From an optimization exercise on the open Yosys and OpenROAD flow, aimed at a short achievable clock period and few clock cycles; shortcuts taken in it are not production practice.
The RTL was checked by simulation tests, not by an equivalence proof against the original design.
Power figures rest on the tool's default switching activity, not on a simulated workload.

$ cat flow/design.v
module mill_core (
    input  wire        clk,
    input  wire        rst,
    input  wire        start,
    input  wire [10:0] entry,
    input  wire        stop,
    output reg         busy,
    output reg         done,
    output wire [23:0] status,
    output reg  [10:0] end_pc,
    output wire [10:0] imem_addr,
    input  wire [23:0] imem_rdata,
    output reg  [14:0] dm_addr_a,
    output reg  [14:0] dm_addr_b,
    input  wire [23:0] dm_rdata_a,
    input  wire [23:0] dm_rdata_b,
    output reg         dm_we,
    output reg  [14:0] dm_waddr,
    output reg  [23:0] dm_wdata,
    output reg         cap_valid,
    output reg  [23:0] cap_data,
    output reg         trig
);
    localparam OP_NOP   = 5'h01, OP_MAC   = 5'h02, OP_MSU   = 5'h03,
               OP_MPY   = 5'h04, OP_AADD  = 5'h05, OP_ALD   = 5'h06,
               OP_ARD   = 5'h07, OP_ALDM  = 5'h08, OP_ASAV  = 5'h09,
               OP_VLD   = 5'h0A, OP_VST   = 5'h0B, OP_VSET  = 5'h0C,
               OP_VSETH = 5'h0D, OP_VALU  = 5'h0E, OP_VADDI = 5'h0F,
               OP_AGSET = 5'h10, OP_AGMOD = 5'h11, OP_AGMOV = 5'h12,
               OP_AGSTEP= 5'h13, OP_JMP   = 5'h14, OP_LOOP  = 5'h15,
               OP_TRIG  = 5'h1B, OP_HALT  = 5'h1C;
    localparam [55:0] ACC_MAX = 56'h7FFFFFFFFFFFFF;    
    localparam [55:0] ACC_MIN = 56'h80000000000000;    
    integer i;
    reg        running;       
    reg        ending;        
    reg        stop_req;
    reg [10:0] arch_pc;       
    reg        st_sat, st_acc_sat;
    reg [3:0]  st_cause;
    reg [7:0]  st_code;
    assign status = {st_code, 10'd0, st_acc_sat, st_sat, st_cause};
    reg [55:0] acc_r;
    reg        acc_ov, acc_ovn;
    wire [55:0] acc = acc_ov ? (acc_ovn ? 56'h80000000000000 : 56'h7FFFFFFFFFFFFF) : acc_r;
    reg [23:0] v [0:7];
    reg        flag_z, flag_n;
    reg        fl_pend;           
    reg [23:0] fl_q;
    reg [14:0] ag_base [0:3];
    reg [15:0] ag_len  [0:3];    
    reg [14:0] ag_idx  [0:3];
    reg [15:0] ag_step [0:3];
    reg [15:0] ag_mod  [0:3];
    reg [10:0] lp_start0, lp_start1, lp_end0, lp_end1;
    reg        li_act0, li_act1;
    reg [23:0] li_cnt0, li_cnt1;
    reg        lf_act0, lf_act1;
    reg [23:0] lf_cnt0, lf_cnt1;
    function [61:0] lstep;    
        input [10:0] pc;
        input        a0, a1;
        input [23:0] c0, c1;
        input [10:0] s0, s1, e0, e1;
        reg [11:0] np;
        reg        na0, na1, h0, h1, inner, g0, g1;
        reg [23:0] nc0, nc1;
        begin
            np  = {1'b0, pc} + 12'd1;
            na0 = a0; na1 = a1; nc0 = c0; nc1 = c1;
            h0  = a0 && (e0 == pc);
            h1  = a1 && (e1 == pc);
            g0  = (c0[23:1] != 23'd0);
            g1  = (c1[23:1] != 23'd0);
            inner = (h0 && h1) ? (s1 > s0) : h1;
            if (!inner) begin
                if (h0) begin
                    if (g0) begin
                        nc0 = c0 - 24'd1; np = {1'b0, s0};
                    end else begin
                        na0 = 1'b0;
                        if (h1) begin
                            if (g1) begin
                                nc1 = c1 - 24'd1; np = {1'b0, s1};
                            end else
                                na1 = 1'b0;
                        end
                    end
                end
            end else begin
                if (h1) begin
                    if (g1) begin
                        nc1 = c1 - 24'd1; np = {1'b0, s1};
                    end else begin
                        na1 = 1'b0;
                        if (h0) begin
                            if (g0) begin
                                nc0 = c0 - 24'd1; np = {1'b0, s0};
                            end else
                                na0 = 1'b0;
                        end
                    end
                end
            end
            lstep = {np, na0, na1, nc0, nc1};
        end
    endfunction
    localparam C_MUL = 0, C_AADD = 1, C_ALD = 2, C_ARD = 3, C_ALDM = 4,
               C_ASAV = 5, C_VLD = 6, C_VST = 7, C_VSET = 8, C_VSETH = 9,
               C_VALU = 10, C_VADDI = 11, C_AGSET = 12, C_AGMOD = 13,
               C_AGMOV = 14, C_AGSTP = 15, C_JMP = 16, C_LOOP = 17,
               C_TRIG = 18, C_HALT = 19, C_NOP = 20;
    localparam NC = 21;
    localparam PD_W = NC + 1 + 2 + 2 + 2 + 2 + 1 + 1 + 2 + 1 + 1 + 3 + 1 + 1 + 1 + 1 + 1 + 3 + 12;
    reg [10:0] fpc;           
    reg        fpc_ok;        
    reg        fv;            
    reg        a_v;           
    reg [10:0] a_pc;
    reg        d_v;           
    reg [23:0] d_w;
    reg [10:0] d_pc;
    localparam E_W = PD_W + 11 + 24;
    reg            hv;
    reg [E_W-1:0]  H;
    reg [E_W-1:0]  B [0:3];
    reg [1:0]      b_rp, b_wp;
    reg [1:0]      bc;            
    assign imem_addr = fpc;
    wire [61:0] fstep = lstep(fpc, lf_act0, lf_act1, lf_cnt0, lf_cnt1,
                              lp_start0, lp_start1, lp_end0, lp_end1);
    reg        m_v, r_v, p_v, x_v;
    reg [23:0] m_ir, r_ir, p_ir, x_ir;
    reg [1:0]  m_part, r_part, p_part, x_part;
    reg        m_wv, r_wv, p_wv, x_wv;           
    reg [14:0] m_wa, r_wa, p_wa, x_wa;
    reg        m_vw, r_vw, p_vw, x_vw;           
    reg [2:0]  m_vd, r_vd, p_vd, x_vd;
    reg        m_fw, r_fw, p_fw, x_fw;           
    reg        m_aw, r_aw, p_aw, x_aw;           
    reg        m_e, r_e, p_e, x_e;               
    reg        m_op, r_op, p_op, x_op;           
    reg [3:0]  m_ec, r_ec, p_ec, x_ec;
    reg [7:0]  m_ecode, r_ecode, p_ecode, x_ecode;
    reg [10:0] m_epc, r_epc, p_epc, x_epc;
    wire        i_v  = hv;
    wire [23:0] ir   = H[23:0];
    wire [10:0] ipc  = H[34:24];
    wire [PD_W-1:0] hd = H[E_W-1:35];
    wire [NC-1:0] cl   = hd[PD_W-1 -: NC];
    wire        h_ill   = hd[PD_W-NC-1];
    wire [1:0]  gp      = hd[PD_W-NC-2 -: 2];
    wire [1:0]  gb      = hd[PD_W-NC-4 -: 2];
    wire [1:0]  h_upd1  = hd[PD_W-NC-6 -: 2];
    wire [1:0]  h_upd2  = hd[PD_W-NC-8 -: 2];
    wire        h_chain = hd[PD_W-NC-10];
    wire        h_setix = hd[PD_W-NC-11];
    wire [1:0]  h_nph   = hd[PD_W-NC-12 -: 2];
    wire        h_hu    = hd[PD_W-NC-14];
    wire        h_wv    = hd[PD_W-NC-15];
    wire [2:0]  h_vd    = hd[PD_W-NC-16 -: 3];
    wire        h_vw    = hd[PD_W-NC-19];
    wire        h_fw    = hd[PD_W-NC-20];
    wire        h_aw    = hd[PD_W-NC-21];
    wire        h_rb0   = hd[PD_W-NC-22];
    wire        h_ev    = hd[PD_W-NC-23];
    wire [2:0]  h_er    = hd[PD_W-NC-24 -: 3];
    wire [11:0] h_ne    = hd[11:0];
    wire o_mul   = cl[C_MUL],   o_aadd  = cl[C_AADD],  o_ald   = cl[C_ALD];
    wire o_ard   = cl[C_ARD],   o_aldm  = cl[C_ALDM],  o_asav  = cl[C_ASAV];
    wire o_vld   = cl[C_VLD],   o_vst   = cl[C_VST];
    wire o_agset = cl[C_AGSET], o_agmod = cl[C_AGMOD], o_agmov = cl[C_AGMOV];
    wire o_jmp   = cl[C_JMP],   o_loop  = cl[C_LOOP],  o_halt  = cl[C_HALT];
    wire [1:0] f_ga = ir[18:17];
    wire        lp_lvl   = ir[18];
    wire [23:0] lp_count = ir[17] ? v[ir[2:0]] : {14'd0, ir[9:0]};
    wire        loop_bad = lp_lvl ? (li_act1 || (li_act0 && (h_ne > {1'b0, lp_end0})))
                                  : (li_act0 || (li_act1 && (h_ne > {1'b0, lp_end1})));
    wire acc_zero = (acc == 56'd0);
    reg jmp_take;
    always @(*) begin
        case (ir[18:16])
            3'd0: jmp_take = 1'b1;
            3'd1: jmp_take = flag_z;
            3'd2: jmp_take = ~flag_z;
            3'd3: jmp_take = flag_n;
            3'd4: jmp_take = ~flag_n;
            3'd5: jmp_take = acc[55];
            3'd6: jmp_take = ~acc[55] && !acc_zero;
            default: jmp_take = acc_zero;
        endcase
    end
    wire [10:0] jt = ir[10:0];
    wire jmp_go = o_jmp && jmp_take;
    wire [61:0] istep = lstep(ipc, li_act0, li_act1, li_cnt0, li_cnt1,
                              lp_start0, lp_start1, lp_end0, lp_end1);
    reg  [1:0] iphase;         
    reg        ag_red [0:3];
    reg        ag_sok [0:3];
    reg        ag_mok [0:3];
    reg        ag_l1  [0:3];
    reg [15:0] ag_sabs [0:3];   
    reg [15:0] ag_mabs [0:3];   
    reg [14:0] g_addr [0:3];   
    reg [14:0] g_ao1  [0:3];   
    reg [14:0] g_ao2  [0:3];   
    reg [14:0] g_vs   [0:3];   
    reg [14:0] g_vm   [0:3];   
    reg [17:0] g_xs   [0:3];   
    reg [17:0] g_xm   [0:3];   
    reg        g_rw   [0:3];   
    reg        g_rw1  [0:3];
    reg        g_rw2  [0:3];
    function sum_eq;
        input [14:0] a, b, k;
        reg [14:0] c;
        begin
            c = {(a[13:0] & b[13:0]) | ((a[13:0] ^ b[13:0]) & ~k[13:0]), 1'b0};
            sum_eq = ((a ^ b ^ c) == k);
        end
    endfunction
    reg signed [17:0] tx, tl;
    reg [16:0] t1, t2;
    reg        wr1, wr2;
    reg [14:0] cs_s, cs_c;
    wire [14:0] m_wa1 = m_wa - 15'd1, m_wa2 = m_wa - 15'd2, m_wa3 = m_wa - 15'd3;
    wire [14:0] r_wa1 = r_wa - 15'd1, r_wa2 = r_wa - 15'd2, r_wa3 = r_wa - 15'd3;
    wire [14:0] p_wa1 = p_wa - 15'd1, p_wa2 = p_wa - 15'd2, p_wa3 = p_wa - 15'd3;
    wire [14:0] x_wa1 = x_wa - 15'd1, x_wa2 = x_wa - 15'd2, x_wa3 = x_wa - 15'd3;
    integer g;
    always @(*) begin
        for (g = 0; g < 4; g = g + 1) begin
            g_addr[g] = ag_base[g] + ag_idx[g];
            tl = {2'b00, ag_len[g]};
            t1 = {2'b00, ag_idx[g]} + 17'd1;
            t2 = {2'b00, ag_idx[g]} + 17'd2;
            g_ao1[g] = (t1 >= {1'b0, ag_len[g]}) ? (g_addr[g] + 15'd1 - ag_len[g][14:0])
                                                 : (g_addr[g] + 15'd1);
            g_ao2[g] = (t2 >= {1'b0, ag_len[g]}) ? (g_addr[g] + 15'd2 - ag_len[g][14:0])
                                                 : (g_addr[g] + 15'd2);
            tx = $signed({3'd0, ag_idx[g]}) + $signed({{2{ag_step[g][15]}}, ag_step[g]});
            g_vs[g] = (tx < 0) ? tx[14:0] + tl[14:0] : (tx >= tl) ? tx[14:0] - tl[14:0] : tx[14:0];
            g_xs[g] = tx;
            tx = $signed({3'd0, ag_idx[g]}) + $signed({{2{ag_mod[g][15]}}, ag_mod[g]});
            g_vm[g] = (tx < 0) ? tx[14:0] + tl[14:0] : (tx >= tl) ? tx[14:0] - tl[14:0] : tx[14:0];
            g_xm[g] = tx;
            g_rw[g]  = (m_v && m_wv && sum_eq(ag_base[g], ag_idx[g], m_wa)) ||
                       (r_v && r_wv && sum_eq(ag_base[g], ag_idx[g], r_wa)) ||
                       (p_v && p_wv && sum_eq(ag_base[g], ag_idx[g], p_wa)) ||
                       (x_v && x_wv && sum_eq(ag_base[g], ag_idx[g], x_wa));
            wr1 = t1 >= {1'b0, ag_len[g]};
            wr2 = t2 >= {1'b0, ag_len[g]};
            cs_s = ag_base[g] ^ ag_idx[g] ^ ~ag_len[g][14:0];
            cs_c = {(ag_base[g][13:0] & ag_idx[g][13:0]) | (ag_base[g][13:0] & ~ag_len[g][13:0]) |
                    (ag_idx[g][13:0] & ~ag_len[g][13:0]), 1'b0};
            g_rw1[g] = (m_v && m_wv && (wr1 ? sum_eq(cs_s, cs_c, m_wa2) : sum_eq(ag_base[g], ag_idx[g], m_wa1))) ||
                       (r_v && r_wv && (wr1 ? sum_eq(cs_s, cs_c, r_wa2) : sum_eq(ag_base[g], ag_idx[g], r_wa1))) ||
                       (p_v && p_wv && (wr1 ? sum_eq(cs_s, cs_c, p_wa2) : sum_eq(ag_base[g], ag_idx[g], p_wa1))) ||
                       (x_v && x_wv && (wr1 ? sum_eq(cs_s, cs_c, x_wa2) : sum_eq(ag_base[g], ag_idx[g], x_wa1)));
            g_rw2[g] = (m_v && m_wv && (wr2 ? sum_eq(cs_s, cs_c, m_wa3) : sum_eq(ag_base[g], ag_idx[g], m_wa2))) ||
                       (r_v && r_wv && (wr2 ? sum_eq(cs_s, cs_c, r_wa3) : sum_eq(ag_base[g], ag_idx[g], r_wa2))) ||
                       (p_v && p_wv && (wr2 ? sum_eq(cs_s, cs_c, p_wa3) : sum_eq(ag_base[g], ag_idx[g], p_wa2))) ||
                       (x_v && x_wv && (wr2 ? sum_eq(cs_s, cs_c, x_wa3) : sum_eq(ag_base[g], ag_idx[g], x_wa2)));
        end
    end
    wire mul2    = o_mul && (iphase != 2'd0);            
    wire [1:0] u1_g   = mul2 ? gb : gp;
    wire [1:0] u1_t   = mul2 ? ir[10:9] : h_upd1;        
    wire       u1_en  = (u1_t != 2'd0) && (o_mul || iphase == h_nph);
    wire       u2_en  = (h_upd2 != 2'd0) && !h_chain && (iphase == 2'd0);
    wire       off_en = o_aldm || (o_asav && iphase != 2'd0);
    wire       off_k2 = (o_aldm && iphase == 2'd1) || (o_asav && iphase == 2'd2);
    reg         so_v, su1_v, su2_v;           
    reg  [14:0] so_val, su1_val, su2_val;
    wire        u1_f   = ag_red[u1_g] && ((u1_t == 2'd2) ? ag_mok[u1_g] : ag_sok[u1_g]);
    wire [14:0] u1_val = su1_v ? su1_val : (u1_t == 2'd2) ? g_vm[u1_g] : g_vs[u1_g];
    wire        u2_f   = ag_red[gb] && ((h_upd2 == 2'd2) ? ag_mok[gb] : ag_sok[gb]);
    wire [14:0] u2_val = su2_v ? su2_val : (h_upd2 == 2'd2) ? g_vm[gb] : g_vs[gb];
    wire        off_f  = ag_red[gp] && !(off_k2 && ag_l1[gp]);
    wire [14:0] off_addr = so_v ? (ag_base[gp] + so_val) : off_k2 ? g_ao2[gp] : g_ao1[gp];
    wire u1_ok  = !u1_en || su1_v || u1_f;
    wire u2_ok  = !u2_en || su2_v || u2_f;
    wire off_ok = !off_en || so_v || off_f;
    wire set_ok = !h_setix || su1_v;
    wire jobs_ok = u1_ok && u2_ok && off_ok && set_ok;
    wire [14:0] set_x  = o_agmov ? v[ir[13:11]][14:0] : ir[14:0];
    wire [15:0] set_l  = ag_len[gp];
    wire        set_f  = {1'b0, set_x} < {set_l[14:0], 1'b0} || set_l[15];
    wire [14:0] set_v  = ({1'b0, set_x} >= set_l) ? set_x - set_l[14:0] : set_x;
    reg        sl_busy;
    reg [1:0]  sl_dst;        
    reg [16:0] sl_rem;
    reg        sl_neg;
    reg [3:0]  sl_cnt;
    reg [15:0] sl_len;
    reg [33:0] sl_sh;         
    wire [33:0] sl_sh0  = sl_sh >> 1;
    wire [16:0] sl_r1   = ({17'd0, sl_rem} >= sl_sh) ? (sl_rem - sl_sh[16:0]) : sl_rem;
    wire [16:0] sl_r0   = ({17'd0, sl_r1} >= sl_sh0) ? (sl_r1 - sl_sh0[16:0]) : sl_r1;
    wire [16:0] sl_fin  = (sl_neg && sl_rem != 0) ? ({1'b0, sl_len} - sl_rem) : sl_rem;
    wire [17:0] u1_x = (u1_t == 2'd2) ? g_xm[u1_g] : g_xs[u1_g];
    wire [17:0] u2_x = (h_upd2 == 2'd2) ? g_xm[gb] : g_xs[gb];
    wire [16:0] off_x = {2'b00, ag_idx[gp]} + (off_k2 ? 17'd2 : 17'd1);
    wire uses_ra = (o_mul && !mul2) || o_vld || o_aldm;
    wire uses_rb = h_rb0 && iphase == 2'd0;
    wire [14:0] rd_a = (o_aldm && iphase == 2'd1) ? off_addr : g_addr[gp];
    wire [14:0] rd_b = o_aldm ? off_addr : g_addr[gb];
    wire any_wv = (m_v && m_wv) || (r_v && r_wv) || (p_v && p_wv) || (x_v && x_wv);
    wire raw_a  = (o_aldm && iphase == 2'd1) ? (so_v ? any_wv : g_rw2[gp]) : g_rw[gp];
    wire raw_b  = o_aldm ? (so_v ? any_wv : g_rw1[gp]) : g_rw[gb];
    wire hz_raw = (uses_ra && raw_a) || (uses_rb && raw_b);
    wire hz_early = h_ev && !mul2 && ((m_v && m_vw && m_vd == h_er) ||
                                      (r_v && r_vw && r_vd == h_er));
    wire any_vw = (m_v && m_vw) || (r_v && r_vw) || (p_v && p_vw) || (x_v && x_vw);
    wire any_fw = (m_v && m_fw) || (r_v && r_fw) || (p_v && p_fw) || (x_v && x_fw) || fl_pend;
    wire any_aw = (m_v && m_aw) || (r_v && r_aw) || (p_v && p_aw) || (x_v && x_aw);
    wire hz_v   = (o_agmov || (o_loop && ir[17])) && any_vw;
    wire hz_j   = o_jmp && (((ir[18:16] != 3'd0) && (ir[18:16] <= 3'd4) && any_fw) ||
                            ((ir[18:16] >= 3'd5) && any_aw));
    wire hazard = hz_raw || hz_early || hz_v || hz_j;
    wire op_started = (iphase != 2'd0) || sl_busy || so_v || su1_v || su2_v;
    wire can_issue  = running && !ending;
    wire do_stop    = can_issue && stop_req && !op_started;
    wire bad        = h_ill || (o_loop && loop_bad);
    wire do_bad     = can_issue && !do_stop && i_v && bad;
    wire do_halt    = can_issue && !do_stop && i_v && !bad && o_halt;
    wire try        = can_issue && !do_stop && i_v && !bad && !o_halt;
    wire go         = try && !hazard && jobs_ok && !sl_busy;
    wire last_phase = (iphase == h_nph);
    wire op_done = go && last_phase;
    wire [11:0] succ = jmp_go ? {1'b0, jt} : (o_loop ? {1'b0, ipc} + 12'd1 : istep[61:50]);
    wire        pass_end = succ[11];
    wire        redirect = op_done && !pass_end && (jmp_go || o_loop);
    reg        ni_act0, ni_act1;
    reg [23:0] ni_cnt0, ni_cnt1;
    always @(*) begin
        ni_act0 = istep[49]; ni_act1 = istep[48];
        ni_cnt0 = istep[47:24]; ni_cnt1 = istep[23:0];
        if (jmp_go) begin
            ni_act0 = li_act0 && !(jt < lp_start0 || jt > lp_end0);
            ni_act1 = li_act1 && !(jt < lp_start1 || jt > lp_end1);
            ni_cnt0 = li_cnt0; ni_cnt1 = li_cnt1;
        end else if (o_loop) begin
            ni_act0 = li_act0; ni_act1 = li_act1;
            ni_cnt0 = li_cnt0; ni_cnt1 = li_cnt1;
            if (lp_lvl) begin
                ni_act1 = 1'b1; ni_cnt1 = (lp_count == 24'd0) ? 24'd1 : lp_count;
            end else begin
                ni_act0 = 1'b1; ni_cnt0 = (lp_count == 24'd0) ? 24'd1 : lp_count;
            end
        end
    end
    wire iss_op  = go && h_hu && !mul2;
    wire iss_end = do_stop || do_bad || do_halt || (op_done && pass_end);
    wire iss     = iss_op || iss_end;
    wire [14:0] u_wa = (o_asav && iphase != 2'd0) ? off_addr : g_addr[gp];
    wire       pop      = op_done;
    wire       flush    = redirect || iss_end;
    reg [4:0] pd_op;
    reg [NC-1:0] pd_c;
    reg pd_ill;
    reg [1:0] pd_gp, pd_gb, pd_upd1, pd_upd2, pd_nph;
    reg pd_chain, pd_setidx, pd_hu, pd_wv, pd_vw, pd_fw, pd_aw, pd_rb0, pd_ev;
    reg [2:0] pd_vd, pd_er;
    reg [11:0] pd_ne;
    reg [PD_W-1:0] d_pd;
    always @(*) begin
            pd_op = d_w[23:19];
            pd_c = {NC{1'b0}};
            case (pd_op)
                OP_MAC, OP_MSU, OP_MPY: pd_c[C_MUL] = 1'b1;
                OP_AADD:  pd_c[C_AADD]  = 1'b1;
                OP_ALD:   pd_c[C_ALD]   = 1'b1;
                OP_ARD:   pd_c[C_ARD]   = 1'b1;
                OP_ALDM:  pd_c[C_ALDM]  = 1'b1;
                OP_ASAV:  pd_c[C_ASAV]  = 1'b1;
                OP_VLD:   pd_c[C_VLD]   = 1'b1;
                OP_VST:   pd_c[C_VST]   = 1'b1;
                OP_VSET:  pd_c[C_VSET]  = 1'b1;
                OP_VSETH: pd_c[C_VSETH] = 1'b1;
                OP_VALU:  pd_c[C_VALU]  = 1'b1;
                OP_VADDI: pd_c[C_VADDI] = 1'b1;
                OP_AGSET: pd_c[C_AGSET] = 1'b1;
                OP_AGMOD: pd_c[C_AGMOD] = 1'b1;
                OP_AGMOV: pd_c[C_AGMOV] = 1'b1;
                OP_AGSTEP:pd_c[C_AGSTP] = 1'b1;
                OP_JMP:   pd_c[C_JMP]   = 1'b1;
                OP_LOOP:  pd_c[C_LOOP]  = 1'b1;
                OP_TRIG:  pd_c[C_TRIG]  = 1'b1;
                OP_HALT:  pd_c[C_HALT]  = 1'b1;
                OP_NOP:   pd_c[C_NOP]   = 1'b1;
                default: ;
            endcase
            pd_ill = 1'b0;
            case (pd_op)
                OP_NOP, OP_TRIG: pd_ill = (d_w[18:0] != 0);
                OP_MAC, OP_MSU, OP_MPY: begin
                    pd_ill = (d_w[8:0] != 0) || (d_w[16:15] == 2'd3);
                    if (d_w[14] == 1'b0)
                        pd_ill = pd_ill || d_w[13] || (d_w[10:9] == 2'd3);
                    else
                        pd_ill = pd_ill || (d_w[10:9] != 2'd0);
                end
                OP_AADD, OP_ALD: pd_ill = (d_w[10:0] != 0);
                OP_ARD: begin
                    pd_ill = (d_w[4:0] != 0);
                    case (d_w[12:11])
                        2'd0: pd_ill = pd_ill || (d_w[7:6] != 2'd0);
                        2'd1: pd_ill = pd_ill || d_w[10] || (d_w[7:6] == 2'd3);
                        2'd2: pd_ill = pd_ill || (d_w[10:6] != 0);
                        2'd3: pd_ill = 1'b1;
                    endcase
                end
                OP_ALDM, OP_ASAV: pd_ill = (d_w[14:0] != 0) || (d_w[16:15] == 2'd3);
                OP_VLD, OP_VST:   pd_ill = (d_w[11:0] != 0) || (d_w[13:12] == 2'd3);
                OP_VSET, OP_VADDI, OP_AGSET: pd_ill = 1'b0;
                OP_VSETH:  pd_ill = (d_w[15:8] != 0);
                OP_VALU:   pd_ill = (d_w[8:0] != 0) || (d_w[12:9] > 4'd10);
                OP_AGMOD:  pd_ill = (d_w[16:15] != 0);
                OP_AGMOV:  pd_ill = (d_w[10:0] != 0) || (d_w[16:14] > 3'd4);
                OP_AGSTEP: pd_ill = (d_w[14:0] != 0) || (d_w[16:15] == 2'd0) ||
                                 (d_w[16:15] == 2'd3);
                OP_JMP:    pd_ill = (d_w[15:11] != 0);
                OP_LOOP:   pd_ill = (d_w[17] && d_w[9:3] != 0);
                OP_HALT:   pd_ill = (d_w[18:8] != 0);
                default:   pd_ill = 1'b1;
            endcase
            pd_gb = d_w[12:11];
            if (pd_c[C_VLD] || pd_c[C_VST]) pd_gp = d_w[15:14];
            else if (pd_c[C_ARD])        pd_gp = d_w[9:8];
            else                      pd_gp = d_w[18:17];
            pd_upd1 = 2'd0; pd_upd2 = 2'd0;
            if (pd_c[C_MUL] || pd_c[C_ALDM] || pd_c[C_ASAV] || pd_c[C_AGSTP]) pd_upd1 = d_w[16:15];
            if (pd_c[C_VLD] || pd_c[C_VST]) pd_upd1 = d_w[13:12];
            if (pd_c[C_ARD] && d_w[12:11] == 2'd1) pd_upd1 = d_w[7:6];
            if (pd_c[C_MUL] && !d_w[14]) pd_upd2 = d_w[10:9];
            pd_chain  = pd_c[C_MUL] && !d_w[14] && (d_w[10:9] != 2'd0) && (d_w[16:15] != 2'd0) &&
                     (d_w[12:11] == d_w[18:17]);
            pd_setidx = (pd_c[C_AGSET] && d_w[16:15] == 2'd2) || (pd_c[C_AGMOV] && d_w[16:14] == 3'd2);
            pd_nph    = pd_chain ? 2'd1 : pd_c[C_ALDM] ? 2'd1 : pd_c[C_ASAV] ? 2'd2 : 2'd0;
            pd_hu     = pd_c[C_MUL] || pd_c[C_AADD] || pd_c[C_ALD] || pd_c[C_ARD] || pd_c[C_ALDM] ||
                     pd_c[C_ASAV] || pd_c[C_VLD] || pd_c[C_VST] || pd_c[C_VSET] || pd_c[C_VSETH] ||
                     pd_c[C_VALU] || pd_c[C_VADDI] || pd_c[C_TRIG];
            pd_wv = pd_c[C_VST] || (pd_c[C_ARD] && d_w[12:11] == 2'd1) || pd_c[C_ASAV];
            pd_vw = pd_c[C_VLD] || pd_c[C_VSET] || pd_c[C_VSETH] || (pd_c[C_VALU] && d_w[12:9] != 4'd8) ||
                 pd_c[C_VADDI] || (pd_c[C_ARD] && d_w[12:11] == 2'd0);
            pd_vd = pd_c[C_ARD] ? d_w[10:8] : d_w[18:16];
            pd_fw = pd_c[C_VLD] || pd_c[C_VSET] || pd_c[C_VALU] || pd_c[C_VADDI];
            pd_aw = pd_c[C_MUL] || pd_c[C_AADD] || pd_c[C_ALD] || pd_c[C_ALDM] || (pd_c[C_ARD] && d_w[5]);
            pd_rb0 = (pd_c[C_MUL] && !d_w[14]) || pd_c[C_ALDM];
            pd_ev = (pd_c[C_MUL] && d_w[14]) || pd_c[C_AADD] || pd_c[C_ALD];
            pd_er = pd_c[C_MUL] ? d_w[13:11] : d_w[18:16];
            pd_ne = {1'b0, d_pc} + {5'd0, d_w[16:10]} + 12'd1;
            d_pd = {pd_c, pd_ill, pd_gp, pd_gb, pd_upd1, pd_upd2, pd_chain, pd_setidx, pd_nph, pd_hu, pd_wv, pd_vd, pd_vw, pd_fw, pd_aw,
                      pd_rb0, pd_ev, pd_er, pd_ne};
        end
    wire       take     = !hv || pop;                
    wire       push     = d_v && !(take && bc == 2'd0);
    wire [1:0] bc_nt    = bc + {1'b0, d_v};                             
    wire [1:0] bc_t     = (bc == 2'd0) ? 2'd0 : bc - 2'd1 + {1'b0, d_v};  
    wire [E_W-1:0] d_ent = {d_pd, d_pc, d_w};
    wire [2:0] q_np     = {2'd0, hv} + {1'b0, bc} + {2'd0, d_v};
    wire       fok_np   = q_np + {2'd0, a_v} + {2'd0, fv} <= 3'd3;
    wire       fok_p    = q_np + {2'd0, a_v} + {2'd0, fv} <= 3'd4;
    wire       f_room   = pop ? fok_p : fok_np;
    wire       kend     = x_v && x_e;         
    wire       kstart   = !running && start && !stop;
    reg        start_q;                       
    always @(posedge clk) begin
        m_ir    <= ir;
        m_part  <= iphase;
        m_op    <= iss_op;
        m_wv    <= iss_op && h_wv;
        m_wa    <= u_wa;
        m_vw    <= iss_op && h_vw;
        m_vd    <= h_vd;
        m_fw    <= iss_op && h_fw;
        m_aw    <= iss_op && h_aw;
        m_e     <= iss_end;
        m_ec    <= do_stop ? 4'd1 : do_halt ? 4'd0 : 4'd2;
        m_ecode <= do_halt ? ir[7:0] : 8'd0;
        m_epc   <= do_stop ? arch_pc : ipc;
        dm_addr_a <= rd_a;
        dm_addr_b <= rd_b;
        if (d_v) B[b_wp] <= d_ent;      
        if (take) H <= (bc != 2'd0) ? B[b_rp] : d_ent;
        d_w  <= imem_rdata;
        d_pc <= a_pc;
        a_pc <= fpc;
    end
    always @(posedge clk) begin
        if (rst) begin
            running  <= 1'b0;
            ending   <= 1'b0;
            stop_req <= 1'b0;
            start_q  <= 1'b0;
            fv       <= 1'b0;
            a_v      <= 1'b0;
            d_v      <= 1'b0;
            hv       <= 1'b0;
            bc       <= 2'd0;
            fpc_ok   <= 1'b0;
            iphase   <= 2'd0;
            sl_busy  <= 1'b0;
            so_v     <= 1'b0;
            su1_v    <= 1'b0;
            su2_v    <= 1'b0;
            m_v      <= 1'b0;
            li_act0  <= 1'b0;
            li_act1  <= 1'b0;
            lf_act0  <= 1'b0;
            lf_act1  <= 1'b0;
        end else begin
            start_q <= kstart;
            if (!running) begin
                m_v     <= 1'b0;
                fv      <= 1'b0;
                a_v     <= 1'b0;
                d_v     <= 1'b0;
                hv      <= 1'b0;
                bc      <= 2'd0;
                iphase  <= 2'd0;
                sl_busy <= 1'b0;
                so_v    <= 1'b0;
                su1_v   <= 1'b0;
                su2_v   <= 1'b0;
                if (kstart) begin
                    running  <= 1'b1;
                    ending   <= 1'b0;
                    stop_req <= 1'b0;
                    fpc_ok   <= 1'b1;
                    fv       <= 1'b1;
                    li_act0  <= 1'b0; li_act1 <= 1'b0;
                    lf_act0  <= 1'b0; lf_act1 <= 1'b0;
                end
            end else begin
                if (stop) stop_req <= 1'b1;
                m_v <= iss;
                if (iss_end) ending <= 1'b1;
                if (go) begin
                    so_v  <= 1'b0;
                    su1_v <= 1'b0;
                    su2_v <= 1'b0;
                    iphase <= last_phase ? 2'd0 : iphase + 2'd1;
                end
                if (op_done) begin
                    li_act0 <= ni_act0; li_act1 <= ni_act1;
                end
                if (sl_busy) begin
                    if (sl_cnt == 4'd0) begin
                        sl_busy <= 1'b0;
                        case (sl_dst)
                            2'd0:    so_v  <= 1'b1;
                            2'd1:    su1_v <= 1'b1;
                            default: su2_v <= 1'b1;
                        endcase
                    end
                end else if (try && !hazard && !jobs_ok) begin
                    if (h_setix && !su1_v && set_f)
                        su1_v <= 1'b1;
                    else
                        sl_busy <= 1'b1;
                end
                if (flush) begin
                    hv  <= 1'b0;
                    bc  <= 2'd0;
                    a_v <= 1'b0;
                    d_v <= 1'b0;
                    if (redirect) begin
                        fpc_ok  <= 1'b1;
                        fv      <= 1'b1;
                        lf_act0 <= ni_act0; lf_act1 <= ni_act1;
                    end else begin
                        fv      <= 1'b0;
                        fpc_ok  <= 1'b0;
                    end
                end else begin
                    if (take) hv <= (bc != 2'd0) || d_v;
                    bc  <= take ? bc_t : bc_nt;
                    d_v <= a_v;
                    a_v <= fv;
                    if (fv) begin
                        lf_act0 <= fstep[49]; lf_act1 <= fstep[48];
                    end
                    fv <= (fv ? !fstep[61] : fpc_ok) && f_room;
                    if (fv && fstep[61]) fpc_ok <= 1'b0;
                end
                if (kend) begin
                    running <= 1'b0;
                    fv      <= 1'b0;
                    a_v     <= 1'b0;
                    d_v     <= 1'b0;
                    hv      <= 1'b0;
                    bc      <= 2'd0;
                    m_v     <= 1'b0;
                end
            end
        end
    end
    always @(posedge clk) begin
        if (!running) begin
            if (start) begin
                fpc     <= entry;
                arch_pc <= entry;
                b_rp    <= 2'd0;
                b_wp    <= 2'd0;
            end
        end else begin
            if (op_done) begin
                arch_pc <= succ[10:0];
                li_cnt0 <= ni_cnt0; li_cnt1 <= ni_cnt1;
                if (o_loop) begin
                    if (lp_lvl) begin
                        lp_start1 <= ipc + 11'd1; lp_end1 <= h_ne[10:0];
                    end else begin
                        lp_start0 <= ipc + 11'd1; lp_end0 <= h_ne[10:0];
                    end
                end
            end
            if (take && bc != 2'd0) b_rp <= b_rp + 2'd1;
            if (flush) begin
                b_rp <= b_wp;
                if (redirect) begin
                    fpc     <= succ[10:0];
                    lf_cnt0 <= ni_cnt0; lf_cnt1 <= ni_cnt1;
                end
            end else begin
                if (push) b_wp <= b_wp + 2'd1;
                if (fv) begin
                    fpc     <= fstep[60:50];
                    lf_cnt0 <= fstep[47:24]; lf_cnt1 <= fstep[23:0];
                end
            end
        end
        if (sl_busy && sl_cnt == 4'd10) begin
            sl_rem <= sl_neg ? (~sl_rem + 17'd1) : sl_rem;    
            sl_cnt <= 4'd9;
        end else if (sl_busy) begin
            sl_rem <= sl_r0;
            sl_sh  <= sl_sh >> 2;
            sl_cnt <= sl_cnt - 4'd1;
            if (sl_cnt == 4'd0) begin
                case (sl_dst)
                    2'd0:    so_val  <= sl_fin[14:0];
                    2'd1:    su1_val <= sl_fin[14:0];
                    default: su2_val <= sl_fin[14:0];
                endcase
            end
        end else begin
            sl_cnt <= 4'd10;
            if (h_setix && !su1_v) begin
                su1_val <= set_v;
                sl_dst <= 2'd1;
                sl_neg <= 1'b0;
                sl_rem <= {2'b00, set_x};
                sl_len <= set_l;
                sl_sh  <= {1'b0, set_l, 17'd0};
            end else if (!off_ok) begin
                sl_dst <= 2'd0;
                sl_neg <= 1'b0;
                sl_rem <= off_x;
                sl_len <= ag_len[gp];
                sl_sh  <= {1'b0, ag_len[gp], 17'd0};
            end else if (!u1_ok) begin
                sl_dst <= 2'd1;
                sl_neg <= u1_x[17];
                sl_rem <= u1_x[16:0];
                sl_len <= ag_len[u1_g];
                sl_sh  <= {1'b0, ag_len[u1_g], 17'd0};
            end else begin
                sl_dst <= 2'd2;
                sl_neg <= u2_x[17];
                sl_rem <= u2_x[16:0];
                sl_len <= ag_len[gb];
                sl_sh  <= {1'b0, ag_len[gb], 17'd0};
            end
        end
    end
    wire [15:0] w_len  = o_agmov ? {1'b0, v[ir[13:11]][14:0]} + 16'd1 : {1'b0, ir[14:0]} + 16'd1;
    wire [15:0] w_step = o_agmov ? {v[ir[13:11]][14], v[ir[13:11]][14:0]} : {ir[14], ir[14:0]};
    wire [15:0] w_mod  = o_agmov ? v[ir[13:11]][15:0] : {ir[14], ir[14:0]};
    wire [15:0] w_sabs = w_step[15] ? (~w_step + 16'd1) : w_step;
    wire [15:0] w_mabs = w_mod[15] ? (~w_mod + 16'd1) : w_mod;
    wire        w_base = (o_agset && ir[16:15] == 2'd0) || (o_agmov && ir[16:14] == 3'd0);
    wire        w_lenf = (o_agset && ir[16:15] == 2'd1) || (o_agmov && ir[16:14] == 3'd1);
    wire        w_stpf = (o_agset && ir[16:15] == 2'd3) || (o_agmov && ir[16:14] == 3'd3);
    wire        w_modf = o_agmod || (o_agmov && ir[16:14] == 3'd4);
    wire [14:0] w_bval = o_agmov ? v[ir[13:11]][14:0] : ir[14:0];
    wire        ag_fw  = try && !sl_busy && !(o_agmov && any_vw);
    always @(posedge clk) begin
        if (start_q) begin
            for (i = 0; i < 4; i = i + 1) begin
                ag_base[i] <= 15'd0;
                ag_len[i]  <= 16'd32768;
                ag_idx[i]  <= 15'd0;
                ag_step[i] <= 16'd1;
                ag_mod[i]  <= 16'd0;
                ag_red[i]  <= 1'b1;
                ag_sok[i]  <= 1'b1;
                ag_mok[i]  <= 1'b1;
                ag_l1[i]   <= 1'b0;
                ag_sabs[i] <= 16'd1;
                ag_mabs[i] <= 16'd0;
            end
        end else begin
          if (go) begin
            if (u1_en) begin
                ag_idx[u1_g] <= u1_val;
                ag_red[u1_g] <= 1'b1;
            end
            if (u2_en) begin
                ag_idx[gb] <= u2_val;
                ag_red[gb] <= 1'b1;
            end
            if (h_setix) begin
                ag_idx[gp] <= su1_val;
                ag_red[gp] <= 1'b1;
            end
          end
          if (ag_fw) begin
            if (w_base) ag_base[gp] <= w_bval;
            if (w_lenf) begin
                ag_len[gp] <= w_len;
                ag_red[gp] <= {1'b0, ag_idx[gp]} < w_len;
                ag_sok[gp] <= ag_sabs[gp] <= w_len;
                ag_mok[gp] <= ag_mabs[gp] <= w_len;
                ag_l1[gp]  <= (w_len == 16'd1);
            end
            if (w_stpf) begin
                ag_step[gp] <= w_step;
                ag_sabs[gp] <= w_sabs;
                ag_sok[gp]  <= w_sabs <= ag_len[gp];
            end
            if (w_modf) begin
                ag_mod[gp]  <= w_mod;
                ag_mabs[gp] <= w_mabs;
                ag_mok[gp]  <= w_mabs <= ag_len[gp];
            end
          end
        end
    end
    always @(posedge clk) begin
        if (rst) begin
            r_v <= 1'b0; p_v <= 1'b0; x_v <= 1'b0;
        end else begin
            r_v <= m_v && !(x_v && x_e);
            p_v <= r_v && !(x_v && x_e);
            x_v <= p_v && !(x_v && x_e);
        end
        r_ir <= m_ir; r_part <= m_part; r_op <= m_op; r_wv <= m_wv; r_wa <= m_wa;
        r_vw <= m_vw; r_vd <= m_vd; r_fw <= m_fw; r_aw <= m_aw;
        r_e <= m_e; r_ec <= m_ec; r_ecode <= m_ecode; r_epc <= m_epc;
        p_ir <= r_ir; p_part <= r_part; p_op <= r_op; p_wv <= r_wv; p_wa <= r_wa;
        p_vw <= r_vw; p_vd <= r_vd; p_fw <= r_fw; p_aw <= r_aw;
        p_e <= r_e; p_ec <= r_ec; p_ecode <= r_ecode; p_epc <= r_epc;
        x_ir <= p_ir; x_part <= p_part; x_op <= p_op; x_wv <= p_wv; x_wa <= p_wa;
        x_vw <= p_vw; x_vd <= p_vd; x_fw <= p_fw; x_aw <= p_aw;
        x_e <= p_e; x_ec <= p_ec; x_ecode <= p_ecode; x_epc <= p_epc;
    end
    reg [23:0] p_a, p_b;
    wire [4:0] r_opc = r_ir[23:19];
    wire       r_usev = ((r_opc == OP_MAC || r_opc == OP_MSU || r_opc == OP_MPY) && r_ir[14]) ||
                        r_opc == OP_AADD || r_opc == OP_ALD;
    wire [2:0] r_vsel = (r_opc == OP_AADD || r_opc == OP_ALD) ? r_ir[18:16] : r_ir[13:11];
    always @(posedge clk) begin
        p_a <= dm_rdata_a;
        p_b <= r_usev ? v[r_vsel] : dm_rdata_b;
    end
    wire [4:0]  p_opc = p_ir[23:19];
    wire        p_mul = (p_opc == OP_MAC || p_opc == OP_MSU || p_opc == OP_MPY);
    wire        p_sub = (p_opc == OP_MSU);
    wire [57:0] pa58 = {{34{p_a[23]}}, p_a};
    reg  [57:0] pp [0:24];
    always @(*) begin
        for (i = 0; i < 23; i = i + 1)
            pp[i] = p_b[i] ? (pa58 << i) : 58'd0;
        pp[23] = p_b[23] ? ((~pa58) << 23) : 58'd0;      
        pp[24] = {34'd0, p_b[23], 23'd0};                
    end
    function [115:0] csa;     
        input [57:0] a, b, c;
        begin
            csa = {{(a[56:0] & b[56:0]) | (a[56:0] & c[56:0]) | (b[56:0] & c[56:0]), 1'b0},
                   a ^ b ^ c};
        end
    endfunction
    reg [57:0] l1 [0:16];
    reg [57:0] l2 [0:11];
    reg [57:0] l3 [0:7];
    reg [57:0] l4 [0:5];
    reg [57:0] l5 [0:3];
    reg [57:0] l6 [0:2];
    reg [57:0] l7 [0:1];
    reg [115:0] t;
    always @(*) begin
        for (i = 0; i < 8; i = i + 1) begin
            t = csa(pp[3*i], pp[3*i+1], pp[3*i+2]);
            l1[2*i] = t[57:0]; l1[2*i+1] = t[115:58];
        end
        l1[16] = pp[24];
        for (i = 0; i < 5; i = i + 1) begin
            t = csa(l1[3*i], l1[3*i+1], l1[3*i+2]);
            l2[2*i] = t[57:0]; l2[2*i+1] = t[115:58];
        end
        l2[10] = l1[15]; l2[11] = l1[16];
        for (i = 0; i < 4; i = i + 1) begin
            t = csa(l2[3*i], l2[3*i+1], l2[3*i+2]);
            l3[2*i] = t[57:0]; l3[2*i+1] = t[115:58];
        end
        for (i = 0; i < 2; i = i + 1) begin
            t = csa(l3[3*i], l3[3*i+1], l3[3*i+2]);
            l4[2*i] = t[57:0]; l4[2*i+1] = t[115:58];
        end
        l4[4] = l3[6]; l4[5] = l3[7];
        for (i = 0; i < 2; i = i + 1) begin
            t = csa(l4[3*i], l4[3*i+1], l4[3*i+2]);
            l5[2*i] = t[57:0]; l5[2*i+1] = t[115:58];
        end
        t = csa(l5[0], l5[1], l5[2]);
        l6[0] = t[57:0]; l6[1] = t[115:58]; l6[2] = l5[3];
        t = csa(l6[0], l6[1], l6[2]);
        l7[0] = t[57:0]; l7[1] = t[115:58];
    end
    wire [57:0] p_vsh = {{34{p_b[23]}}, p_b} << p_ir[15:11];
    reg [57:0] x_o1, x_o2;          
    reg        x_c1, x_c2;          
    reg        x_nacc;              
    reg        x_satok;             
    reg [23:0] x_d0, x_d1;          
    reg [23:0] w0, w1;              
    always @(posedge clk) begin
        x_o1    <= p_mul ? (p_sub ? ~l7[0] : l7[0]) : p_vsh;
        x_o2    <= p_mul ? (p_sub ? ~l7[1] : l7[1]) : 58'd0;
        x_c1    <= p_mul && p_sub;
        x_c2    <= p_mul && p_sub;
        x_nacc  <= (p_opc == OP_MPY) || (p_opc == OP_ALD);
        x_satok <= (p_opc == OP_MAC) || (p_opc == OP_MSU) || (p_opc == OP_AADD);
        x_d0    <= p_a;
        x_d1    <= p_b;
    end
    wire [57:0] x_ain = x_nacc ? 58'd0 : {{2{acc[55]}}, acc};
    wire [57:0] x_s   = x_ain ^ x_o1 ^ x_o2;
    wire [57:0] x_cy  = {(x_ain[56:0] & x_o1[56:0]) | (x_ain[56:0] & x_o2[56:0]) |
                         (x_o1[56:0] & x_o2[56:0]), x_c1};
    wire [57:0] x_sum;
    mill_pfx_add #(.W(58)) u_xadd (.a(x_s), .b(x_cy), .cin(x_c2), .s(x_sum));
    wire        x_ovf = x_satok && (x_sum[57:55] != 3'b000) && (x_sum[57:55] != 3'b111);
    wire [4:0]  pa_sh = p_ir[18:14];
    reg  [31:0] xa_oh;
    reg  [55:0] xa_hbm, xa_lom, xa_bgm;
    reg         xa_rok;
    always @(posedge clk) begin
        xa_oh  <= 32'd1 << pa_sh;
        xa_hbm <= (pa_sh == 5'd0) ? 56'd0 : (56'd1 << (pa_sh - 5'd1));
        xa_lom <= (pa_sh <= 5'd1) ? 56'd0 : ((56'd1 << (pa_sh - 5'd1)) - 56'd1);
        xa_bgm <= ~((56'd1 << (pa_sh + 6'd23)) - 56'd1);
        xa_rok <= p_ir[13] && (pa_sh != 5'd0);
    end
    reg [23:0] xa_q;                          
    integer k;
    always @(*) begin
        for (k = 0; k < 24; k = k + 1)
            xa_q[k] = |(xa_oh & acc[k +: 32]);
    end
    wire        xa_hb  = |(acc & xa_hbm);
    wire        xa_lnz = |(acc & xa_lom);
    wire        xa_inc = xa_rok && xa_hb && (!acc[55] || xa_lnz);
    wire        xa_big = |((acc ^ {56{acc[55]}}) & xa_bgm);
    wire        xa_top = xa_inc && (xa_q == 24'h7FFFFF);
    wire        xa_ovf = xa_big || xa_top;
    wire [23:0] xa_y   = xa_big ? (acc[55] ? 24'h800000 : 24'h7FFFFF) :
                         xa_top ? 24'h7FFFFF : (xa_q + {23'd0, xa_inc});
    wire [2:0]  p_rd = p_ir[18:16];
    wire [2:0]  p_rs = p_ir[15:13];
    reg  [23:0] va_x, va_y;
    reg        vw_en;
    reg [23:0] vw_val;
    always @(posedge clk) begin
        va_x <= (vw_en && x_vd == p_rd) ? vw_val : v[p_rd];
        va_y <= (vw_en && x_vd == p_rs) ? vw_val : v[p_rs];
    end
    wire [4:0]  x_opc = x_ir[23:19];
    wire [4:0]  p_opc5 = p_ir[23:19];
    wire [3:0]  p_f = p_ir[12:9];
    reg         f_add, f_sub, f_and, f_or, f_xor, f_mov, f_min, f_max, f_shl, f_sar;
    reg         s_vld, s_vset, s_vseth, s_valu, s_vaddi, s_ard;
    reg         s_cap, s_trig, s_vst, s_asav, s_accld, s_aldm0, s_aldm1, s_aclr;
    reg  [23:0] x_imm;                        
    always @(posedge clk) begin
        f_add <= (p_f == 4'd0);
        f_sub <= (p_f == 4'd1) || (p_f == 4'd8);
        f_and <= (p_f == 4'd2);
        f_or  <= (p_f == 4'd3);
        f_xor <= (p_f == 4'd4);
        f_mov <= (p_f == 4'd5);
        f_min <= (p_f == 4'd6);
        f_max <= (p_f == 4'd7);
        f_shl <= (p_f == 4'd9);
        f_sar <= (p_f == 4'd10);
        s_vld   <= (p_opc5 == OP_VLD);
        s_vset  <= (p_opc5 == OP_VSET);
        s_vseth <= (p_opc5 == OP_VSETH);
        s_valu  <= (p_opc5 == OP_VALU);
        s_vaddi <= (p_opc5 == OP_VADDI);
        s_ard   <= (p_opc5 == OP_ARD);
        s_cap   <= (p_opc5 == OP_ARD) && (p_ir[12:11] == 2'd2);
        s_trig  <= (p_opc5 == OP_TRIG);
        s_vst   <= (p_opc5 == OP_VST);
        s_asav  <= (p_opc5 == OP_ASAV);
        s_accld <= (p_opc5 == OP_MAC) || (p_opc5 == OP_MSU) || (p_opc5 == OP_MPY) ||
                   (p_opc5 == OP_AADD) || (p_opc5 == OP_ALD);
        s_aldm0 <= (p_opc5 == OP_ALDM) && (p_part == 2'd0);
        s_aldm1 <= (p_opc5 == OP_ALDM) && (p_part != 2'd0);
        s_aclr  <= (p_opc5 == OP_ARD) && p_ir[5];
        x_imm   <= {{8{p_ir[15]}}, p_ir[15:0]};
    end
    wire [23:0] va_sum = va_x + va_y;
    wire [23:0] va_dif = va_x - va_y;
    wire        va_lt  = (va_x[23] != va_y[23]) ? va_x[23] : va_dif[23];
    wire        va_big = (va_y[4:0] >= 5'd24);
    wire [23:0] va_shl = va_big ? 24'd0 : (va_x << va_y[4:0]);
    wire [23:0] va_sar = va_big ? {24{va_x[23]}} : ($signed(va_x) >>> va_y[4:0]);
    wire [23:0] va_r   = ({24{f_add}} & va_sum) | ({24{f_sub}} & va_dif) |
                         ({24{f_and}} & (va_x & va_y)) | ({24{f_or}} & (va_x | va_y)) |
                         ({24{f_xor}} & (va_x ^ va_y)) | ({24{f_mov}} & va_y) |
                         ({24{f_min}} & (va_lt ? va_x : va_y)) |
                         ({24{f_max}} & (va_lt ? va_y : va_x)) |
                         ({24{f_shl}} & va_shl) | ({24{f_sar}} & va_sar);
    wire [23:0] vaddi_r = va_x + x_imm;
    always @(*) begin
        vw_en  = x_v && x_vw;
        vw_val = ({24{s_vld}} & x_d0) | ({24{s_vset}} & x_imm) |
                 ({24{s_vseth}} & {x_ir[7:0], va_x[15:0]}) | ({24{s_valu}} & va_r) |
                 ({24{s_vaddi}} & vaddi_r) | ({24{s_ard}} & xa_y);
    end
    wire [23:0] fl_val = vw_val;    
    wire x_do = x_v && x_op;
    always @(posedge clk) begin
        done      <= 1'b0;
        dm_we     <= 1'b0;
        cap_valid <= 1'b0;
        trig      <= 1'b0;
        if (rst) begin
            busy       <= 1'b0;
            st_cause   <= 4'd0;
            st_code    <= 8'd0;
            st_sat     <= 1'b0;
            st_acc_sat <= 1'b0;
            end_pc     <= 11'd0;
        end else if (!running) begin
            if (start) begin
                st_sat     <= 1'b0;
                st_acc_sat <= 1'b0;
                st_code    <= 8'd0;
                if (stop) begin
                    st_cause <= 4'd1;
                    end_pc   <= entry;
                    done     <= 1'b1;
                end else begin
                    st_cause <= 4'd0;
                    busy     <= 1'b1;
                end
            end
        end else if (x_v) begin
            if (x_op) begin
                if (x_satok && x_ovf) st_acc_sat <= 1'b1;
                if (s_ard && xa_ovf) st_sat <= 1'b1;
                if (x_wv) dm_we <= 1'b1;
                if (s_cap) cap_valid <= 1'b1;
                if (s_trig) trig <= 1'b1;
            end
            if (x_e) begin
                st_cause <= x_ec;
                st_code  <= x_ecode;
                end_pc   <= x_epc;
                done     <= 1'b1;
                busy     <= 1'b0;
            end
        end
    end
    always @(posedge clk) begin
        dm_waddr <= x_wa;
        if (s_vst)
            dm_wdata <= va_x;
        else if (s_asav)
            dm_wdata <= (x_part == 2'd0) ? acc[23:0] :
                        (x_part == 2'd1) ? acc[47:24] : {{16{acc[55]}}, acc[55:48]};
        else
            dm_wdata <= xa_y;
        cap_data <= xa_y;
    end
    always @(posedge clk) begin
        if (start_q) begin
            acc_r  <= 56'd0;
            acc_ov <= 1'b0;
            for (i = 0; i < 8; i = i + 1) v[i] <= 24'd0;
            flag_z  <= 1'b0;
            flag_n  <= 1'b0;
            fl_pend <= 1'b0;
        end else begin
            if (x_do) begin
                if (s_accld) begin
                    acc_r   <= x_sum[55:0];
                    acc_ov  <= x_ovf;
                    acc_ovn <= x_sum[57];
                end else if (s_aldm1) begin
                    acc_r   <= {x_d0[7:0], w1, w0};
                    acc_ov  <= 1'b0;
                end else if (s_aclr) begin
                    acc_r   <= 56'd0;
                    acc_ov  <= 1'b0;
                end
                if (vw_en) v[x_vd] <= vw_val;
            end
            fl_pend <= x_do && x_fw;
            fl_q    <= fl_val;
            if (fl_pend) begin
                flag_z <= (fl_q == 24'd0);
                flag_n <= fl_q[23];
            end
        end
        if (s_aldm0) begin
            w0 <= x_d0;
            w1 <= x_d1;
        end
    end
endmodule
module mill_pfx_add #(parameter W = 58) (
    input  wire [W-1:0] a,
    input  wire [W-1:0] b,
    input  wire         cin,
    output wire [W-1:0] s
);
    localparam L = 6;    
    wire [W-1:0] g0 = a & b;
    wire [W-1:0] p0 = a ^ b;
    wire [W-1:0] gg [0:L];
    wire [W-1:0] pp [0:L];
    assign gg[0] = {g0[W-1:1], g0[0] | (p0[0] & cin)};
    assign pp[0] = p0;
    genvar l, k;
    generate
        for (l = 0; l < L; l = l + 1) begin : lv
            for (k = 0; k < W; k = k + 1) begin : bt
                if (k >= (1 << l)) begin : c
                    assign gg[l+1][k] = gg[l][k] | (pp[l][k] & gg[l][k - (1 << l)]);
                    assign pp[l+1][k] = pp[l][k] & pp[l][k - (1 << l)];
                end else begin : n
                    assign gg[l+1][k] = gg[l][k];
                    assign pp[l+1][k] = pp[l][k];
                end
            end
        end
    endgenerate
    assign s = p0 ^ {gg[L][W-2:0], cin};
endmodule
$ cat flow/flow/run.sh
#!/bin/bash
set -euo pipefail
bash standard.sh SETUP_SLACK_MARGIN=12 TNS_END_PERCENT=10 finish > make.log 2>&1
$ cat flow/standard.sh
#!/bin/bash
# synth_recipe.tcl (not shown) runs the flow's synth.tcl, then flattens the netlist and writes it again
# the make line also repeats each setting of config.mk as NAME=value (left out here)
make -C /OpenROAD-flow-scripts/flow DESIGN_CONFIG=/design/flow/config.mk WORK_HOME=/design/flow/orfs CLKGATE_MAP_FILE= SYNTH_SCRIPT=/design/flow/synth_recipe.tcl "${@:-finish}"
$ cat flow/config.mk
export PLATFORM = sky130hd
export DESIGN_NAME = mill_core
export DESIGN_NICKNAME = mill_core
export VERILOG_FILES = /design/flow/design.v
export SDC_FILE = /design/flow/constraint.sdc
export NUM_CORES = 4
export LEC_CHECK = 0
export CAP_MARGIN = 20
export CORE_MARGIN = 2
export CORE_UTILIZATION = 30
export PLACE_DENSITY = 0.5
export SLEW_MARGIN = 20
$ cat flow/constraint.sdc
create_clock -name core_clock -period 17.0 [get_ports {clk}]
set_input_delay 3.4000 -clock core_clock [delete_from_list [all_inputs] [get_ports {clk}]]
set_output_delay 3.4000 -clock core_clock [all_outputs]
set_load 0.01 [all_outputs]
==> run notes <==
report_power, final:
part | total (W) | switching (W) | internal, W
Clock | 0.00686 | 0.00295 | 0.00391
Sequential | 0.00682 | 0.000330 | 0.00649
Combinational | 0.0161 | 0.00986 | 0.00621
Yosys cell counts, types with 343 or more instances:
library cell | number | area share (%)
a21oi_1 | 1833 | 4.0
a22oi_1 | 418 | 1.4
and2_1 | 684 | 1.9
clkbuf_1 | 1491 | 2.4
dfxtp_1 | 1018 | 8.8
edfxtp_1 | 1383 | 18
fa_1 | 788 | 6.8
ha_1 | 1306 | 7.1
inv_1 | 1588 | 2.6
mux2i_1 | 347 | 1.5
mux4_2 | 491 | 4.8
nand2_1 | 2076 | 3.4
nand3_1 | 663 | 1.4
nand4_1 | 343 | 0.93
nor2_1 | 2196 | 3.6
nor3_1 | 612 | 1.3
o21ai_0 | 1187 | 2.6
xnor2_1 | 1904 | 7.2
xor2_1 | 649 | 2.5
per-stage QoR:
stage / utilization (%) / hold slack, ps / cells / instance area [um^2] / total power, W
finish: 36.44 / 308.3 / 37640 / 278600 / 0.02975
global route: 36.40 / 262.2 / 37540 / 278400 / 0.03143
CTS: 35.27 / 282.3 / 37090 / 269700 / 0.02933
detailed placement: 32.66 / 312.1 / 36140 / 249800 / 0.02191
global placement: 32.62 / 310.6 / 36130 / 249500 / 0.02208
floorplan: - / 309.6 / 26350 / 230900 / 0.01651
flip-flops by register name, indices dropped and copies added (netlist names), 32 cells and up, named ones only:
register,count
ag_mod,60
x_o1,55
sl_sh,33
x_o2,45
xa_bgm,55
H,81
ag_mabs,64
acc_r,56
ag_len,64
B,324
v,192
xa_hbm,32
ag_idx,60
xa_lom,55
ag_base,60
ag_step,60
ag_sabs,60
xa_oh,32
routing by layer:
layer  vias up  share of wire, %  global-route usage (%)
met5         -             0.041                 0.02461
met4        68               9.0                   26.21
met1    118100                39                   47.10
li1      96680                 -                       -
met2     16340                41                   53.28
met3      4478                11                   11.23
area by class of cell:
cell class | instances | area share, %
diodes | 123 | 0.1105
well taps | 10170 | 4.569
multi-input cells | 20460 | 59.48
clock buffers | 401 | 3.011
repair buffers | 2289 | 7.588
clock inverters | 158 | 0.6565
flip-flops and latches | 2401 | 22.26
inverters | 1641 | 2.327
timing repair:
action / in CTS / in global routing
gates cloned: 29 / 27
setup endpoints to repair: 1945 / 1857
buffers inserted: 360 / 399
gates resized for setup: 1237 / 1011
hold buffers: 0 / 0
pin swaps: 141 / 312
worst paths after layout:
path                 startpoint           to  slack, ps  depth (start not counted)
setup reg to reg  ag_idx[1][12]  lf_cnt1[14]       9720                         22
hold reg to reg        m_ir[21]     r_ir[21]        310                          0
setup / recovery  ag_idx[1][12]  lf_cnt1[14]       9720                         22
hold / removal         m_ir[21]     r_ir[21]        310                          0
cell families after synthesis:
group	synth area share, %
mux	7.378
simple gates	17.03
flops	26.87
xor+xnor	10.17
other cells	0.001628
buf+inv	5.833
compound gates	18.77
fa+ha+maj	13.95
==> impl_metrics.yaml <==
clock_tree:
  root_buffer: "clkbuf_16"
  clock_sinks: 2401
  cts_tree: "built"
  clk_pin_slew_ps: 60
  clockBufferDepth: 4
  h-tree-depth: 5
  clock_latency_ps: 1090
  cts_made_buffers: 303
detailed_routing:
  wl_per_cell_um: 40.08
  totalWireLength_mm: 1509
  via_per_inst: 6.261
  ant_nets: 0
  dr.pass1.iters: 11
  vias: 235700
  drc: 0
  dr.first_iter.drc_count: 34480
placed_design:
  gp_congestion: 1.094
  dpl.hpwl_mm: 1127
  pre_cts_slack_ps: 6417
  io_buffer_count: 218
layout:
  register_area_um2: 62020
  mostFrequentLayoutCells: "nor2_1, nand2_1, xnor2_1, a21oi_1, buf_4"
  drive_above_1_share_pct: 18.24
  final_common_cell: "nor2_1"
  multi_input_area_um2: 165700
  fillers: 78190
  areaGrowthSynthToFinish_pct: 20.95
  fin_nets: 29270
sta:
  final_hold_viol_count: 0
  fin_worst_skew_ps: 110.2
  finalMaxSlewViolations: 0
  setup_violations: 0
  finalSetupTns_ps: 0
  final.setup.worst_slack_ps: 9724
  fmax_ghz: 0.1374
  finalCriticalPeriod_ps: 7276
  relSlewSlack_pct: 5.349
  fin_crit_sh_pct: 42.80
  rsz0062_at_grt: "yes"
  tightest_slew_ps: 1415
worst_setup_path:
  crit_slowest_cell: "nor3_4"
  crit_buf_inv: 7
  path_max_fanout: 14
  crit_required_ps: 17740
  endpoint_kind: "register"
  timing_worst_setup_path_type: "reg -> reg"
  path_cells: "buf_6, ha_1, buf_4, buf_4, a21oi_4, xor2_1, nand4_1, or4_4, o32ai_4, a311o_1, mux4_2, o21a_2, o211ai_1, nor3_4, buf_6, a211oi_4, nor2_2, inv_2, o21ai_4, buf_12, buf_12, o211a_4"
  path_delay_family: "compound AO/OA/AOI/OAI gates"
  cp.arrival_ps: 8010
  cpPeakStageDelay_ps: 850
  startpoint_type: "register"
floorplan:
  start_util_pct: 30.12
  io_pins: 231
  die_h_um: 880.3
  die_area_um2: 774900
  design.core.area_um2: 764700
  core.rowCount: 321
  die_w_um: 880.3
synthesis:
  synth_cell_types: 122
  async_reset_ff_share_pct: 0
  synth-edff-count: 1383
  yosysWarningCount: 20
  yosysSeqAreaShare_pct: 26.87
  synthCells: 26330
  synth_seq_cells: 2401
  yosys_most_used_dff: "edfxtp_1"
  avgSynthCellArea_um2: 8.750
  syn_area_um2: 230400
grt:
  grt_remaining_overflow: 0
  grt_pass1_vias: 218300
  antenna_found_initial: 217
  grt_pass1_wl_mm: 1977
  grt_max_degree: 98
  grt_use_total_pct: 37.02
job:
  maxCapViolCount: 0
run_status:
  status: "no timing/DRC/antenna violations"
pwr:
  p_leak_nw: 107.1
  powerDensity_nw_per_um2: 106.8
  vdd_drop_max_v: 0.0002081
min_path:
  hold_path.class: "reg -> reg"
Testbench counts, summed over its fixed seeds: cycles 36,414.

## static timing again, ports no longer ideal
The flow's constraints put no driver on any port. The routed layout listed below was extracted and timed again, unchanged, in two steps. Step 1, drivers: a clkbuf_16 drives clk and a buf_2 each remaining input, both assumed. Step 2 also shifts input and output timing later by t, the mid clock arrival at the registers, as if the neighbouring blocks saw the same clock. a / b / c = no drivers / after step 1 / after step 2; a / b = the first two.
t (ns): 1.163
slack for setup (ns): 9.724 / 9.724 / 9.724
worst hold slack (ns): 0.308 / 0.308 / 0.308
worst setup path after step 2: register to register
worst data-port slew with drivers (ns): 0.15
After both steps this run still meets setup and hold. The setup slack of this run moves by 0.000 ns with the drivers and by 0.000 ns with both steps.
